What follows belongs to an exercise in optimizing a design on an open flow for small area, a short achievable clock period and few clock cycles per item; a production flow would make more cautious choices.
Where RTL was checked, it was by simulation tests only, not by an equivalence proof against the original.
Power and IR drop assume default switching activity.

==> flow/design.v <==
module contone_block_dec (
    input  wire       clk,
    input  wire       rst,           
    input  wire       in_valid,      
    output reg        in_ready,
    input  wire [7:0] in_data,
    input  wire       n_valid,       
    output wire       n_ready,
    input  wire [7:0] n_data,
    input  wire       n_sol,         
    output reg        out_valid,     
    input  wire       out_ready,
    output reg  [7:0] out_data,
    output reg        out_last       
);
    reg  [23:0] bb;                  
    reg  [4:0]  bn;
    wire        in_fire = in_valid & in_ready;
    wire [1:0]  bm  = bn[4:3];
    wire [2:0]  pad = bn[2:0];
    reg  [21:0] bw;                      
    always @(*) begin
        case (bm)
            2'd0:    bw = {bb[6:0], 15'd0};
            2'd1:    bw = {bb[14:0], 7'd0};
            2'd2:    bw = bb[22:1];
            default: bw = {7'd0, bb[23:9]};
        endcase
    end
    wire [21:0] bws = bw >> pad;
    wire [14:0] win = bws[14:0];         
    wire [7:0]  hdr = (bm == 2'd3) ? bb[23:16] : (bm == 2'd2) ? bb[15:8] : bb[7:0];
    reg         active;              
    reg         kzero, kesc;         
    reg  [1:0]  sel_p;
    reg  [2:0]  sel_k;
    reg  [5:0]  cnt;                 
    reg  [1:0]  qa;                  
    reg         tv;
    reg  [7:0]  tz;
    reg  [3:0]  tp;                  
    reg         traw, tlast;
    reg         nv;
    reg  [7:0]  nr;
    reg         nsol;
    reg  [7:0]  nwp;                 
    wire        fire = tv & nv & (~out_valid | out_ready);
    assign      n_ready = ~nv | fire;
    wire        tadv = ~tv | fire;
    wire        n_fire = n_valid & n_ready;
    wire        ones8 = &win[14:7];
    reg  [7:0]  oh;                  
    reg  [2:0]  q;
    integer     qi;
    always @(*) begin
        oh = 8'd0;
        q  = 3'd0;
        for (qi = 7; qi >= 0; qi = qi - 1)
            if (!win[14-qi]) begin
                oh = 8'd1 << qi;
                q  = qi[2:0];
            end
    end
    reg  [6:0]  tail;                
    integer     ti;
    always @(*) begin
        tail = 7'd0;
        for (ti = 0; ti < 8; ti = ti + 1)
            if (oh[ti]) tail = tail | ((win << (ti + 1)) >> 8);
    end
    wire [11:0] zq     = {qa, q, tail} >> (3'd7 - sel_k);
    wire [5:0]  lim    = {1'b0, bn} - 6'd1 - {3'd0, sel_k};      
    reg  [7:0]  fq;                      
    integer     fi;
    always @(*)
        for (fi = 0; fi < 8; fi = fi + 1)
            fq[fi] = !lim[5] && (lim[4:0] >= fi);
    wire        fits   = |(oh & fq);
    wire        bn8    = (bn >= 5'd8);
    reg  [3:0]  lq;                  
    always @(*) begin
        case ({lim[2:0], q})
            6'd0: lq = 4'd0;
            6'd1: lq = 4'd15;
            6'd2: lq = 4'd14;
            6'd3: lq = 4'd13;
            6'd4: lq = 4'd12;
            6'd5: lq = 4'd11;
            6'd6: lq = 4'd10;
            6'd7: lq = 4'd9;
            6'd8: lq = 4'd1;
            6'd9: lq = 4'd0;
            6'd10: lq = 4'd15;
            6'd11: lq = 4'd14;
            6'd12: lq = 4'd13;
            6'd13: lq = 4'd12;
            6'd14: lq = 4'd11;
            6'd15: lq = 4'd10;
            6'd16: lq = 4'd2;
            6'd17: lq = 4'd1;
            6'd18: lq = 4'd0;
            6'd19: lq = 4'd15;
            6'd20: lq = 4'd14;
            6'd21: lq = 4'd13;
            6'd22: lq = 4'd12;
            6'd23: lq = 4'd11;
            6'd24: lq = 4'd3;
            6'd25: lq = 4'd2;
            6'd26: lq = 4'd1;
            6'd27: lq = 4'd0;
            6'd28: lq = 4'd15;
            6'd29: lq = 4'd14;
            6'd30: lq = 4'd13;
            6'd31: lq = 4'd12;
            6'd32: lq = 4'd4;
            6'd33: lq = 4'd3;
            6'd34: lq = 4'd2;
            6'd35: lq = 4'd1;
            6'd36: lq = 4'd0;
            6'd37: lq = 4'd15;
            6'd38: lq = 4'd14;
            6'd39: lq = 4'd13;
            6'd40: lq = 4'd5;
            6'd41: lq = 4'd4;
            6'd42: lq = 4'd3;
            6'd43: lq = 4'd2;
            6'd44: lq = 4'd1;
            6'd45: lq = 4'd0;
            6'd46: lq = 4'd15;
            6'd47: lq = 4'd14;
            6'd48: lq = 4'd6;
            6'd49: lq = 4'd5;
            6'd50: lq = 4'd4;
            6'd51: lq = 4'd3;
            6'd52: lq = 4'd2;
            6'd53: lq = 4'd1;
            6'd54: lq = 4'd0;
            6'd55: lq = 4'd15;
            6'd56: lq = 4'd7;
            6'd57: lq = 4'd6;
            6'd58: lq = 4'd5;
            6'd59: lq = 4'd4;
            6'd60: lq = 4'd3;
            6'd61: lq = 4'd2;
            6'd62: lq = 4'd1;
            6'd63: lq = 4'd0;
            default: lq = 4'd0;
        endcase
    end
    wire [4:0]  bn_code = {lim[4:3] - {1'b0, lq[3]}, lq[2:0]};
    reg         emit, take_hdr, chunk;
    reg  [7:0]  z;
    reg         raw;
    reg  [4:0]  bna;                 
    reg         code_go;             
    reg  [4:0]  bnx;                 
    always @(*) begin
        emit = 1'b0; take_hdr = 1'b0; chunk = 1'b0;
        z = zq[7:0]; raw = 1'b0; bna = bn; code_go = 1'b0; bnx = bn;
        if (!active) begin
            if (bn8) begin
                take_hdr = 1'b1;
                bna = {bm - 2'd1, 3'd0};
                bnx = {bm - 2'd1, 3'd0};
            end
        end else if (kzero) begin
            z    = 8'd0;
            emit = tadv;
        end else if (kesc || qa == 2'd3) begin
            z   = win[14:7];
            raw = kesc;
            if (bn8 && tadv) begin
                emit = 1'b1;
                bna  = bn - 5'd8;
                bnx  = bn - 5'd8;
            end
        end else if (ones8) begin
            chunk = 1'b1;
            bna   = bn - 5'd8;
            bnx   = bn - 5'd8;
        end else if (fits && tadv) begin
            emit = 1'b1;
            code_go = 1'b1;
            bna  = bn_code;
        end
    end
    wire [1:0]  hif  = lim[4:3] + {1'b0, in_fire};
    wire [1:0]  hif1 = hif - 2'd1;
    wire [4:0]  bnx8 = in_fire ? bnx + 5'd8 : bnx;
    wire [4:0]  bn_n = code_go ? {lq[3] ? hif1 : hif, lq[2:0]} : bnx8;
    reg  [7:0]  rq0, rq1;                
    integer     ri;
    always @(*)
        for (ri = 0; ri < 8; ri = ri + 1) begin
            rq0[ri] = ({1'b0, lim[4:0]} <= 6'd16 + ri);
            rq1[ri] = ({1'b0, lim[4:0]} <= 6'd8 + ri);
        end
    reg         room;
    always @(*) begin
        if (code_go)
            room = |(oh & (in_fire ? rq1 : rq0));
        else
            room = in_fire ? (bnx <= 5'd8) : (bnx <= 5'd16);
    end
    wire [7:0]  w  = out_data;
    wire [7:0]  nn = nr;
    wire [7:0]  nw = nwp;
    wire        a   = w < nn;            
    wire        wlt = w < nw;            
    wire        wgt = w > nw;            
    wire        d   = nw >= nn;
    wire        f   = nw <= nn;
    wire        case1 = !wgt & d;        
    wire        case2 = !wlt & f & !case1;  
    wire        pz  = !traw & !nsol;
    wire        p0  = pz & tp[0];
    wire        p1  = pz & tp[1];
    wire        p2  = pz & tp[2];
    wire        p3  = pz & tp[3];
    wire        p3e = p3 & !case1 & !case2;
    wire        useW = p0 | p2 | (p3 & (!(case1 | case2) | (case1 & a) | (case2 & !a)));
    wire        useN = (!traw & nsol) | p1 | p2 | (p3 & (!(case1 | case2) | (case1 & !a) | (case2 & a)));
    wire [7:0]  e   = tz[0] ? ~{1'b0, tz[7:1]} : {1'b0, tz[7:1]};
    wire [8:0]  ev  = traw ? {1'b0, tz} : p2 ? {e, 1'b0} : {e[7], e};
    wire [8:0]  opw = useW ? {1'b0, w} : 9'd0;
    wire [8:0]  opn = useN ? {1'b0, nn} : 9'd0;
    wire [8:0]  opm = p3e ? {1'b1, ~nw} : 9'd0;
    wire [8:0]  sum = opw + opn + opm + ev + {8'd0, p3e};
    wire [7:0]  cur = p2 ? sum[8:1] : sum[7:0];
    wire        tv_n = emit | (tv & ~fire);
    wire        nv_n = n_fire | (nv & ~fire);
    always @(posedge clk) begin
        if (in_fire)
            bb <= {bb[15:0], in_data};
        if (take_hdr) begin
            kzero <= hdr[6] & ~hdr[7];
            kesc  <= hdr[7];
            sel_p <= hdr[5:4];
            sel_k <= hdr[2:0];
        end
        if (take_hdr || emit)
            qa <= 2'd0;
        else if (chunk)
            qa <= qa + 2'd1;
        if (take_hdr)
            cnt <= 6'd0;
        else if (emit)
            cnt <= cnt + 6'd1;
        if (emit) begin
            tz    <= z;
            tp    <= 4'd1 << sel_p;
            traw  <= raw;
            tlast <= (cnt == 6'd63);
        end
        if (n_fire) begin
            nr   <= n_data;
            nsol <= n_sol;
        end
        if (fire)
            nwp <= nr;
        if (fire) begin
            out_data <= cur;
            out_last <= tlast;
        end
        if (rst) begin
            bn        <= 5'd0;
            in_ready  <= 1'b1;
            active    <= 1'b0;
            tv        <= 1'b0;
            nv        <= 1'b0;
            out_valid <= 1'b0;
        end else begin
            bn       <= bn_n;
            in_ready <= room;
            if (take_hdr)
                active <= 1'b1;
            else if (emit && cnt == 6'd63)
                active <= 1'b0;
            tv      <= tv_n;
            nv      <= nv_n;
            if (fire)
                out_valid <= 1'b1;
            else if (out_ready)
                out_valid <= 1'b0;
        end
    end
endmodule
Settings: LEC_CHECK=0, CAP_MARGIN=20, CORE_MARGIN=2, CORE_UTILIZATION=40, SLEW_MARGIN=20; clock period 12.0 ns.
standard.sh (not shown) runs the stock make flow with config.mk's settings and CLKGATE_MAP_FILE= SYNTH_SCRIPT=/design/flow/synth_recipe.tcl, a recipe that flattens the netlist after the stock synthesis.
==> flow/flow/run.sh <==
#!/bin/bash
# Standard layout with two changes after the standard synthesis: the
# slow delay buffers are not used for repair and port buffers, and every
# port gets a plain buffer.
set -euo pipefail
bash standard.sh synth > synth.log 2>&1
export DONT_USE_CELLS="sky130_fd_sc_hd__clkdlybuf4s15_1 sky130_fd_sc_hd__clkdlybuf4s15_2 sky130_fd_sc_hd__clkdlybuf4s18_1 sky130_fd_sc_hd__clkdlybuf4s18_2 sky130_fd_sc_hd__clkdlybuf4s25_1 sky130_fd_sc_hd__clkdlybuf4s25_2 sky130_fd_sc_hd__clkdlybuf4s50_1 sky130_fd_sc_hd__clkdlybuf4s50_2"
export BUFFER_PORTS_ARGS="-buffer_cell sky130_fd_sc_hd__buf_4"
bash standard.sh > layout.log 2>&1
Rerun with:
--- a/flow/design.v
+++ b/flow/design.v
@@ -43,8 +43,10 @@
     reg         nv;
     reg  [7:0]  nr;
     reg         nsol;
     reg  [7:0]  nwp;                 
+    reg  [8:0]  nd;                  
+    reg         ndz;                 
     wire        fire = tv & nv & (~out_valid | out_ready);
     assign      n_ready = ~nv | fire;
     wire        tadv = ~tv | fire;
     wire        n_fire = n_valid & n_ready;
@@ -207,27 +209,37 @@
     wire [7:0]  nw = nwp;
     wire        a   = w < nn;            
     wire        wlt = w < nw;            
     wire        wgt = w > nw;            
-    wire        d   = nw >= nn;
-    wire        f   = nw <= nn;
+    wire        d   = nd[8] | ndz;       
+    wire        f   = !nd[8];            
     wire        case1 = !wgt & d;        
     wire        case2 = !wlt & f & !case1;  
-    wire        pz  = !traw & !nsol;
-    wire        p0  = pz & tp[0];
-    wire        p1  = pz & tp[1];
-    wire        p2  = pz & tp[2];
-    wire        p3  = pz & tp[3];
-    wire        p3e = p3 & !case1 & !case2;
-    wire        useW = p0 | p2 | (p3 & (!(case1 | case2) | (case1 & a) | (case2 & !a)));
-    wire        useN = (!traw & nsol) | p1 | p2 | (p3 & (!(case1 | case2) | (case1 & !a) | (case2 & a)));
     wire [7:0]  e   = tz[0] ? ~{1'b0, tz[7:1]} : {1'b0, tz[7:1]};
-    wire [8:0]  ev  = traw ? {1'b0, tz} : p2 ? {e, 1'b0} : {e[7], e};
-    wire [8:0]  opw = useW ? {1'b0, w} : 9'd0;
-    wire [8:0]  opn = useN ? {1'b0, nn} : 9'd0;
-    wire [8:0]  opm = p3e ? {1'b1, ~nw} : 9'd0;
-    wire [8:0]  sum = opw + opn + opm + ev + {8'd0, p3e};
-    wire [7:0]  cur = p2 ? sum[8:1] : sum[7:0];
+    wire [7:0]  ra  = w + e;             
+    wire [7:0]  rk  = nn + e;            
+    wire        p2  = tp[2];
+    wire [8:0]  x1 = p2 ? {1'b0, nn} : nd;
+    wire [8:0]  x3 = p2 ? {e, 1'b0} : {e[7], e};
+    wire [8:0]  x4 = {1'b0, w};
+    wire [8:0]  s2 = x1 ^ x3 ^ x4;
+    wire [8:0]  c2 = {(x1[7:0] & x3[7:0]) | (x1[7:0] & x4[7:0]) | (x3[7:0] & x4[7:0]), 1'b0};
+    wire [8:0]  rc = s2 + c2;
+    reg  [7:0]  cur;
+    always @(*) begin
+        if (traw)
+            cur = tz;
+        else if (nsol)
+            cur = rk;
+        else if (tp[0])
+            cur = ra;
+        else if (tp[1])
+            cur = rk;
+        else if (tp[2])
+            cur = rc[8:1];
+        else
+            cur = case1 ? (a ? ra : rk) : case2 ? (a ? rk : ra) : rc[7:0];
+    end
     wire        tv_n = emit | (tv & ~fire);
     wire        nv_n = n_fire | (nv & ~fire);
     always @(posedge clk) begin
         if (in_fire)
@@ -254,8 +266,10 @@
         end
         if (n_fire) begin
             nr   <= n_data;
             nsol <= n_sol;
+            nd   <= {1'b0, n_data} - {1'b0, nr};
+            ndz  <= (n_data == nr);
         end
         if (fire)
             nwp <= nr;
         if (fire) begin
Power rose by 18%.
Fmax rises by 6.7%.
First-iteration DRC count goes up by 11%.
Sequential share of layout area increases by 0.36 points.
Flip-flop and latch count rose by 9.
Function was not checked in any run of this note: the RTL went through the layout flow alone.

---

Another version of the RTL of contone_block_dec (not shown whole).
Size: ~1000 cells after synthesis.
Settings: LEC_CHECK=0, CAP_MARGIN=20, CORE_MARGIN=2, CORE_UTILIZATION=40, SLEW_MARGIN=20; clock period 12.0 ns.
==> flow/flow/run.sh <==
#!/bin/bash
# Standard layout with three changes after the standard synthesis: the
# slow delay buffers are not used for repair and port buffers, every port
# gets a plain buffer, and timing repair aims for 7.5 ns of setup slack.
set -euo pipefail
bash standard.sh synth > synth.log 2>&1
export DONT_USE_CELLS="sky130_fd_sc_hd__clkdlybuf4s15_1 sky130_fd_sc_hd__clkdlybuf4s15_2 sky130_fd_sc_hd__clkdlybuf4s18_1 sky130_fd_sc_hd__clkdlybuf4s18_2 sky130_fd_sc_hd__clkdlybuf4s25_1 sky130_fd_sc_hd__clkdlybuf4s25_2 sky130_fd_sc_hd__clkdlybuf4s50_1 sky130_fd_sc_hd__clkdlybuf4s50_2"
export BUFFER_PORTS_ARGS="-buffer_cell sky130_fd_sc_hd__buf_4"
export SETUP_SLACK_MARGIN=7.5
bash standard.sh > layout.log 2>&1
Testbench counts at the start, summed over its fixed seeds: cycles 169,781, blocks 2,560.
Next try:
--- a/flow/design.v
+++ b/flow/design.v
@@ -10,34 +10,37 @@
     input  wire       n_sol,         
     output reg        out_valid,     
     input  wire       out_ready,
     output reg  [7:0] out_data,
     output reg        out_last       
 );
     reg  [23:0] bb;                  
     reg  [4:0]  bn;
     wire        in_fire = in_valid & in_ready;
     wire [1:0]  bm  = bn[4:3];
     wire [2:0]  pad = bn[2:0];
-    reg  [21:0] bw;                      
+    reg  [3:0]  bmo;
+    reg  [7:0]  pado;
+    wire [21:0] bw = ({bb[6:0], 15'd0}  & {22{bmo[0]}})      
+                   | ({bb[14:0], 7'd0}  & {22{bmo[1]}})
+                   | (bb[22:1]          & {22{bmo[2]}})
+                   | ({7'd0, bb[23:9]}  & {22{bmo[3]}});
+    reg  [14:0] win;                     
+    integer     wi, wp;
     always @(*) begin
-        case (bm)
-            2'd0:    bw = {bb[6:0], 15'd0};
-            2'd1:    bw = {bb[14:0], 7'd0};
-            2'd2:    bw = bb[22:1];
-            default: bw = {7'd0, bb[23:9]};
-        endcase
+        win = 15'd0;
+        for (wi = 0; wi < 15; wi = wi + 1)
+            for (wp = 0; wp < 8; wp = wp + 1)
+                win[wi] = win[wi] | (pado[wp] & bw[wi + wp]);
     end
-    wire [21:0] bws = bw >> pad;
-    wire [14:0] win = bws[14:0];         
-    wire [7:0]  hdr = (bm == 2'd3) ? bb[23:16] : (bm == 2'd2) ? bb[15:8] : bb[7:0];
+    wire [7:0]  hdr = (bb[23:16] & {8{bmo[3]}}) | (bb[15:8] & {8{bmo[2]}}) | (bb[7:0] & {8{bmo[1]}});
     reg         active;              
     reg         kzero, kesc;         
     reg  [1:0]  sel_p;
     reg  [2:0]  sel_k;
     reg  [5:0]  cnt;                 
     reg  [1:0]  qa;                  
     reg         tv;
     reg  [7:0]  tz;
     reg  [3:0]  tp;                  
     reg         traw, tlast;
     reg         nv;
@@ -290,31 +293,35 @@
         end else if (fire) begin
             if (!out_valid || out_ready) begin
                 out_data <= cur;
                 out_last <= tlast;
             end else begin
                 sd <= cur;
                 sl <= tlast;
             end
         end
         if (rst) begin
             bn        <= 5'd0;
+            bmo       <= 4'd1;
+            pado      <= 8'd1;
             in_ready  <= 1'b1;
             active    <= 1'b0;
             tv        <= 1'b0;
             nv        <= 1'b0;
             n_ready   <= 1'b1;
             sv        <= 1'b0;
             out_valid <= 1'b0;
         end else begin
             bn       <= bn_n;
+            bmo      <= code_go ? (lq[3] ? (4'd1 << hif1) : (4'd1 << hif)) : (4'd1 << bnx8[4:3]);
+            pado     <= code_go ? (8'd1 << lq[2:0]) : (8'd1 << bnx8[2:0]);
             in_ready <= room;
             if (take_hdr)
                 active <= 1'b1;
             else if (emit && cnt == 6'd63)
                 active <= 1'b0;
             tv      <= tv_n;
             nv      <= nv_n;
             n_ready <= ~nv_n | (tv_n & ~sv_n);
             sv      <= sv_n;
             if (sv || fire)
                 out_valid <= 1'b1;
Effect: Cell area is higher by about 3%; via count came out higher by 2.9%; routed wire length went up by about 0.54%; worst setup slack got worse by 0.020 ns; maximum frequency drops by 0.46%; clock power grows by about 56%; power is about the same; synthesized area goes down by 0.79%; count of clock-buffer cells in the layout goes up by 11; global-route usage rose by 0.95 points; die area goes down by 0.78%; combinational power decreases by 9.7%; first-iteration DRC count goes down by about 10%.
Only the layout flow was run in the second run of this note; the RTL was not checked for function there.

-- re-timing with driven ports --
In the flow no input, the clock included, has a driving cell. The finished layouts below were timed again as built, in two steps. Step 1 assumes that a clkbuf_16 drives the clock port and a buf_2 every other input. Step 2 also shifts input and output timing later by t, the mid clock arrival at the registers, as if the neighbouring blocks saw the same clock. Slacks: no drivers / after step 1 / after step 2; pairs: no drivers / after step 1.
| run | shift t [ns] | setup slack, ns | worst setup path after step 2 |
|---|---|---|---|
| the first run of note 1 | 0.391 | 5.999 / 5.999 / 5.999 | register to register |
| the second run of note 1 | 0.411 | 6.378 / 6.378 / 6.378 | register to register |
| the first run of note 2 | 0.409 | 7.667 / 7.667 / 7.667 | register to register |
| the second run of note 2 | 0.475 | 7.647 / 7.671 / 7.196 | input to register |
After both steps setup and hold are still met in every run listed. The setup slack of the second run of note 2, which loses most, moves by +0.024 ns with the drivers and by -0.451 ns with both steps.
